Source: an optimization exercise on an open RTL-to-GDS flow (aim: small area, a short achievable clock period and few clock cycles per item). Production flows keep margins and buffers that such runs may drop. Function was checked by simulation only, so behaviour that the tests miss may differ from the original.

`design/flow/constraint.sdc`:
```
create_clock -name core_clock -period 35.0 [get_ports {clk}]
set_input_delay 7.0000 -clock core_clock [delete_from_list [all_inputs] [get_ports {clk}]]
set_output_delay 7.0000 -clock core_clock [all_outputs]
set_load 0.01 [all_outputs]
```
`design/flow/run.sh`:
```
#!/bin/bash
# synth_recipe.tcl (not shown) runs the flow's synth.tcl, then flattens the netlist and writes it again
# the make line also repeats each setting of config.mk as NAME=value (left out here)
make -C /OpenROAD-flow-scripts/flow DESIGN_CONFIG=/design/flow/config.mk WORK_HOME=/design/flow/orfs CLKGATE_MAP_FILE= SYNTH_SCRIPT=/design/flow/synth_recipe.tcl finish
```
`design/flow/design.v`:
```
module fp_mul (
    input  wire [31:0] a,
    input  wire [31:0] b,
    output reg  [31:0] y
);
    wire        sa = a[31];
    wire        sb = b[31];
    wire [7:0]  ea = a[30:23];
    wire [7:0]  eb = b[30:23];
    wire [22:0] fa = a[22:0];
    wire [22:0] fb = b[22:0];
    wire a_zero = (ea == 8'd0);
    wire b_zero = (eb == 8'd0);
    wire a_inf  = (ea == 8'hFF) && (fa == 23'd0);
    wire b_inf  = (eb == 8'hFF) && (fb == 23'd0);
    wire a_nan  = (ea == 8'hFF) && (fa != 23'd0);
    wire b_nan  = (eb == 8'hFF) && (fb != 23'd0);
    wire sy = sa ^ sb;
    wire [47:0] prod = {1'b1, fa} * {1'b1, fb};
    reg  [23:0] mant;
    reg         guard;
    reg         sticky;
    reg  signed [9:0] exp_n;    
    reg  [24:0] mant_r;         
    reg  signed [9:0] exp_r;
    always @(*) begin
        if (prod[47]) begin
            mant   = prod[47:24];
            guard  = prod[23];
            sticky = |prod[22:0];
            exp_n  = $signed({2'b00, ea}) + $signed({2'b00, eb}) - 10'sd126;
        end else begin
            mant   = prod[46:23];
            guard  = prod[22];
            sticky = |prod[21:0];
            exp_n  = $signed({2'b00, ea}) + $signed({2'b00, eb}) - 10'sd127;
        end
        mant_r = {1'b0, mant} + {24'd0, guard & (sticky | mant[0])};
        if (mant_r[24]) begin
            exp_r = exp_n + 10'sd1;
        end else begin
            exp_r = exp_n;
        end
        if (a_nan || b_nan || (a_inf && b_zero) || (a_zero && b_inf)) begin
            y = 32'h7FC00000;
        end else if (a_inf || b_inf) begin
            y = {sy, 8'hFF, 23'd0};
        end else if (a_zero || b_zero) begin
            y = {sy, 31'd0};
        end else if (exp_n < 10'sd1) begin
            y = {sy, 31'd0};
        end else if (exp_r > 10'sd254) begin
            y = {sy, 8'hFF, 23'd0};
        end else if (mant_r[24]) begin
            y = {sy, exp_r[7:0], mant_r[23:1]};
        end else begin
            y = {sy, exp_r[7:0], mant_r[22:0]};
        end
    end
endmodule
module fp_add (
    input  wire [31:0] a,
    input  wire [31:0] b,
    output reg  [31:0] y
);
    wire        sa = a[31];
    wire        sb = b[31];
    wire [7:0]  ea = a[30:23];
    wire [7:0]  eb = b[30:23];
    wire [22:0] fa = a[22:0];
    wire [22:0] fb = b[22:0];
    wire a_zero = (ea == 8'd0);
    wire b_zero = (eb == 8'd0);
    wire a_inf  = (ea == 8'hFF) && (fa == 23'd0);
    wire b_inf  = (eb == 8'hFF) && (fb == 23'd0);
    wire a_nan  = (ea == 8'hFF) && (fa != 23'd0);
    wire b_nan  = (eb == 8'hFF) && (fb != 23'd0);
    wire        swap = {eb, fb} > {ea, fa};
    wire        sp   = swap ? sb : sa;
    wire        sq   = swap ? sa : sb;
    wire [7:0]  ep   = swap ? eb : ea;
    wire [7:0]  eq   = swap ? ea : eb;
    wire [23:0] mp   = swap ? {1'b1, fb} : {1'b1, fa};
    wire [23:0] mq   = swap ? {1'b1, fa} : {1'b1, fb};
    wire [7:0]  diff = ep - eq;
    wire        subtract = sp ^ sq;
    reg  [26:0] q_al;
    reg  [50:0] q_wide;
    reg  [27:0] sum;
    reg  [26:0] norm;
    reg  [4:0]  lz;
    reg  signed [9:0] exp_n;
    reg  [24:0] mant_r;
    reg  signed [9:0] exp_r;
    reg         guard;
    reg         sticky;
    integer     i;
    always @(*) begin
        q_wide = {mq, 27'd0} >> diff;
        if (diff > 8'd26) begin
            q_al = 27'd1;
        end else begin
            q_al = {q_wide[50:25], |q_wide[24:0]};
        end
        if (subtract) begin
            sum = {1'b0, mp, 3'b000} - {1'b0, q_al};
        end else begin
            sum = {1'b0, mp, 3'b000} + {1'b0, q_al};
        end
        lz = 5'd0;
        for (i = 0; i <= 26; i = i + 1) begin
            if (sum[i]) begin
                lz = 5'd26 - i[4:0];
            end
        end
        if (sum[27]) begin
            norm  = {sum[27:2], sum[1] | sum[0]};
            exp_n = $signed({2'b00, ep}) + 10'sd1;
        end else begin
            norm  = sum[26:0] << lz;
            exp_n = $signed({2'b00, ep}) - $signed({5'd0, lz});
        end
        guard  = norm[2];
        sticky = norm[1] | norm[0];
        mant_r = {1'b0, norm[26:3]} + {24'd0, guard & (sticky | norm[3])};
        if (mant_r[24]) begin
            exp_r = exp_n + 10'sd1;
        end else begin
            exp_r = exp_n;
        end
        if (a_nan || b_nan || (a_inf && b_inf && (sa != sb))) begin
            y = 32'h7FC00000;
        end else if (a_inf) begin
            y = {sa, 8'hFF, 23'd0};
        end else if (b_inf) begin
            y = {sb, 8'hFF, 23'd0};
        end else if (a_zero && b_zero) begin
            y = {sa & sb, 31'd0};
        end else if (b_zero) begin
            y = a;
        end else if (a_zero) begin
            y = b;
        end else if (sum == 28'd0) begin
            y = 32'd0;
        end else if (exp_n < 10'sd1) begin
            y = {sp, 31'd0};
        end else if (exp_r > 10'sd254) begin
            y = {sp, 8'hFF, 23'd0};
        end else if (mant_r[24]) begin
            y = {sp, exp_r[7:0], mant_r[23:1]};
        end else begin
            y = {sp, exp_r[7:0], mant_r[22:0]};
        end
    end
endmodule
module poly_stage (
    input  wire        clk,
    input  wire        rst,         
    input  wire        in_valid,
    output wire        in_ready,
    input  wire [31:0] c0,
    input  wire [31:0] c1,
    input  wire [31:0] c2,
    input  wire [31:0] c3,
    input  wire [31:0] c4,
    input  wire [31:0] c5,
    input  wire [31:0] a,           
    input  wire        a_ok,        
    output reg         out_valid,
    output reg  [31:0] x,           
    output reg         x_ok,        
    output reg         num          
);
    reg        busy;
    reg [2:0]  step;                
    reg [31:0] y;
    reg [31:0] r_a;
    reg        r_a_ok;
    reg [31:0] r_c [0:4];
    assign in_ready = !busy;
    wire [31:0] ya;
    wire [31:0] y_next;
    fp_mul mul_ya  (.a(y), .b(r_a), .y(ya));
    fp_add add_c   (.a(ya), .b(r_c[step]), .y(y_next));
    wire finite = (y_next[30:23] != 8'hFF);
    always @(posedge clk) begin
        if (rst) begin
            busy      <= 1'b0;
            step      <= 3'd0;
            out_valid <= 1'b0;
            x         <= 32'd0;
            x_ok      <= 1'b0;
            num       <= 1'b0;
        end else begin
            out_valid <= 1'b0;
            if (!busy) begin
                if (in_valid) begin
                    busy   <= 1'b1;
                    step   <= 3'd4;
                    y      <= c5;
                    r_a    <= a;
                    r_a_ok <= a_ok;
                    r_c[0] <= c0;
                    r_c[1] <= c1;
                    r_c[2] <= c2;
                    r_c[3] <= c3;
                    r_c[4] <= c4;
                end
            end else begin
                y <= y_next;
                if (step == 3'd0) begin
                    busy      <= 1'b0;
                    out_valid <= 1'b1;
                    x_ok      <= r_a_ok && finite;
                    num       <= r_a_ok && !finite;
                    x         <= (r_a_ok && finite) ? y_next : 32'd0;
                end else begin
                    step <= step - 3'd1;
                end
            end
        end
    end
endmodule
```
`design/flow/config.mk`:
```
export PLATFORM = sky130hd
export DESIGN_NAME = poly_stage
export DESIGN_NICKNAME = poly_stage
export VERILOG_FILES = /design/flow/design.v
export SDC_FILE = /design/flow/constraint.sdc
export NUM_CORES = 4
export LEC_CHECK = 0
export CAP_MARGIN = 20
export CORE_MARGIN = 2
export CORE_UTILIZATION = 40
export PLACE_DENSITY = 0.6
export SLEW_MARGIN = 20
```
==> results by group <==
Run status
  – Status: complete, no violations

Clocking
  – PostCTS Resize Cnt: 0
  – CTS buffer count: 29
  – Insertion delay to the later sink of the worst-skew pair: 0.64 ns
  – Worst-case clock buffer depth: 3
  – CTS tree: built
  – Clock-pin slew on the worst setup and hold paths: 0.08 ns
  – CTS Sinks: 264
  – H-tree levels: 1
  – Post-CTS Setup Inserts: 0
  – CTS Hold Buffers Added: 0
  – Root Buffer: clkbuf_16

STA
  – RSZ-0062 raised after global routing: false
  – TNS Setup: 0 ns
  – Minimum clock period: 26.80 ns
  – Worst hold slack: 0.454 ns
  – Max Transition Viols Final: 0
  – Final count of hold timing violations: 0
  – Worst setup margin: 8.20 ns
  – Worst slew margin: 0.206
  – Final setup violation count: 0
  – Setup Skew: ~0.027 ns
  – Period utilization: 0.766
  – Maximum clock rate: 37.3 MHz
  – Slew @ Worst Pin: 1.18 ns

Synth
  – Post-synth cell types: 129
  – Synth warn: 5
  – Syn nets: 6241
  – Post-synth EDFFs: approximately 230
  – Main synth FF type: edfxtp_1
  – Count of state elements after synthesis: 264
  – Mean Syn Cell Area: roughly 8.4 um2
  – Part of the Yosys area used for sequential elements: 0.171
  – Asr flop ratio synth: 0
  – Mapped Cells: ~5200
  – Synth Cell Area: 44100 um2

Die
  – Initial core utilization: 0.404
  – Io pins: 264
  – Die area: 113000 um2
  – Core Area: approximately 110000 um2
  – Die Width: 336 um
  – Die Height: between 300 and 400 um
  – Num rows: 121

Routing
  – Vias post-DR: 41200
  – # DRC: 0
  – Pre-antenna DRT Iters: 6
  – Via density per instance: 5.99
  – Antenna Nets Post-Route: 0
  – Routed wire per std cell: roughly 25 um
  – Routed WL: 173 mm
  – 1st-iter DRT viols: 3878

Worst setup path
  – Crit path arrival time: 27.11 ns
  – Worst Path Max Fanout: 41
  – Required @ worst endpoint: 35.30 ns
  – Critical path's most frequent cell: a21oi_1
  – CP Capture Type: flop
  – WS Path Type: reg -> reg
  – Max stage delay on crit path: 0.87 ns
  – Critical Path Slowest Stage Cell: edfxtp_1
  – CP startpoint kind: flop

Worst hold path
  – HP Class: reg -> reg

Global routing
  – Largest net degree at the start of global routing: 79
  – Total gr overflow: 0
  – First-pass GRT wire length: 261 mm
  – Total GRT Usage: 0.304
  – Initial antenna violation count: 5
  – Vias in the first global route: 40400

Layout
  – Layout cell share with drive strength beyond 1: 0.0594
  – Layout area overhead: 12.0%
  – Most common cell after layout, fill and taps aside: inv_1
  – Final Util: 0.453
  – Fillers: 10800
  – Most frequent cells in the layout: 698 x inv_1, 600 x nand2_1, 485 x fa_1, 294 x nor2_1, 283 x and2_1
  – Nets@finish: 6371

Place
  – DP HPWL: 138 mm
  – RePlAce Congestion: ~1.0
  – Post-place setup slack: 8.83 ns
  – I/O Buffers: between 200 and 300

Flow run
  – Max-cap check violation count: 0
## final timing paths
kind          start  cells past startpoint  slack (ns)   end
min reg2reg    x_ok                      2        0.45  x_ok
max          r_a[8]                    100        8.20  y[2]
min            x_ok                      2        0.45  x_ok
max reg2reg  r_a[8]                    100        8.20  y[2]
## critical path: cells and delay by family (launching register included)
| kind | cells | cell delay, ns |
|---|---|---|
| buffers and inverters | 15 | 2.95 |
| AOI/OAI and AO/OA | 36 | 8.11 |
| muxes | 4 | 1.23 |
| xor gates and xnor gates | 2 | 0.40 |
| adders and majority gates | 13 | 5.41 |
| DFF | 1 | 0.87 |
| and+or+nand+nor | 30 | 7.39 |
## cell usage after synthesis (all sizes together), types with 15 or more instances
library cell | number | area share
o2111ai | 18 | 0.0037
o2bb2ai | 23 | 0.0046
ha | 280 | 0.079
or4 | 17 | 0.0031
clkbuf | 216 | 0.018
nand2 | 601 | 0.051
inv | 703 | 0.060
a211oi | 49 | 0.0091
o211ai | 43 | 0.0077
nand4 | 86 | 0.012
a211o | 17 | 0.0034
and4 | 19 | 0.0038
buf | 64 | 0.0073
nand3 | 160 | 0.018
a21o | 42 | 0.0071
mux2 | 24 | 0.0063
mux2i | 51 | 0.012
fa | 485 | 0.22
nor3 | 110 | 0.013
and2 | 284 | 0.040
edfxtp | 225 | 0.15
dfxtp | 39 | 0.018
nor4 | 50 | 0.0077
xor2 | 46 | 0.0091
a22oi | 81 | 0.014
xnor2 | 82 | 0.016
or3 | 38 | 0.0054
or2 | 23 | 0.0033
o21a | 36 | 0.0061
and3 | 45 | 0.0065
o221ai | 15 | 0.0031
nor2 | 300 | 0.026
o22ai | 24 | 0.0034
o21bai | 23 | 0.0040
o21ai | 269 | 0.031
o31ai | 39 | 0.0073
nor2b | 29 | 0.0041
nand2b | 26 | 0.0037
a21oi | 255 | 0.030
a31oi | 51 | 0.0079
a221oi | 18 | 0.0037
## routing by layer
metal,global-route usage,part of all wire
met1,0.410,0.42
met3,0.0491,0.083
met5,0,0.000075
met4,0.114,0.045
met2,0.488,0.46
## sequential cells by signal, indices dropped and copies added (netlist names)
register	flops
r_c	160
r_a	32
x	32
y	32
step	3
busy	1
num	1
out_valid	1
r_a_ok	1
x_ok	1
## area by class of cell
| class | instances | area, um2 | share of cell area |
|---|---|---|---|
| flip-flops and latches | 264 | 7540 | 0.152 |
| clock buffers | 31 | 733 | 0.0148 |
| repair buffers | 379 | 3580 | 0.0724 |
| diodes | 3 | 7.51 | 0.000152 |
| clock inverters | 23 | 163 | 0.00329 |
| multi-input cells | 3997 | 32900 | 0.666 |
| well taps | 1476 | 1850 | 0.0374 |
| inverters | 707 | 2650 | 0.0537 |
## stage by stage
| step | instances | cell area [um2] |
|---|---|---|
| final | 6880 | 49400 |
| after global routing | 6879 | 49400 |
| after CTS | 6877 | 49400 |
| after detailed placement | 6823 | 48500 |
| after global placement | 6818 | 48400 |
| after floorplan | 5248 | 44100 |
## cells by family after synthesis
logic type               share of synthesized area
flip-flops                                   0.171
adder cells (fa/ha/maj)                      0.299
XOR/XNOR                                    0.0259
AND/OR/NAND/NOR                              0.205
AO/OA/AOI/OAI                                0.188
multiplexers                                0.0251
buffers and inverters                       0.0858
Testbench counts, summed over its fixed seeds: cycles 48,008, items 8,000.

[separate check: timing with driven ports]
No port has a modelled driver above. Below, the same layout with a new extraction and two added sets of constraints. Step 1, drivers: a clkbuf_16 drives clk and a buf_2 each remaining input, both assumed. Step 2 times the ports against the registers' clock, not the clock port: input delays grow and output delays shrink by t, the midpoint of the rising clock arrivals with the driver on. a / b / c = ideal / step 1 / step 2; a / b = the first two.
t (ns): 0.701
slack for setup (ns): 8.197 / 8.197 / 8.197
worst setup path at the end: register to register
After both steps setup and hold are still met in this run. For this run, drivers alone change the setup slack by 0.000 ns; drivers and shift together by 0.000 ns.
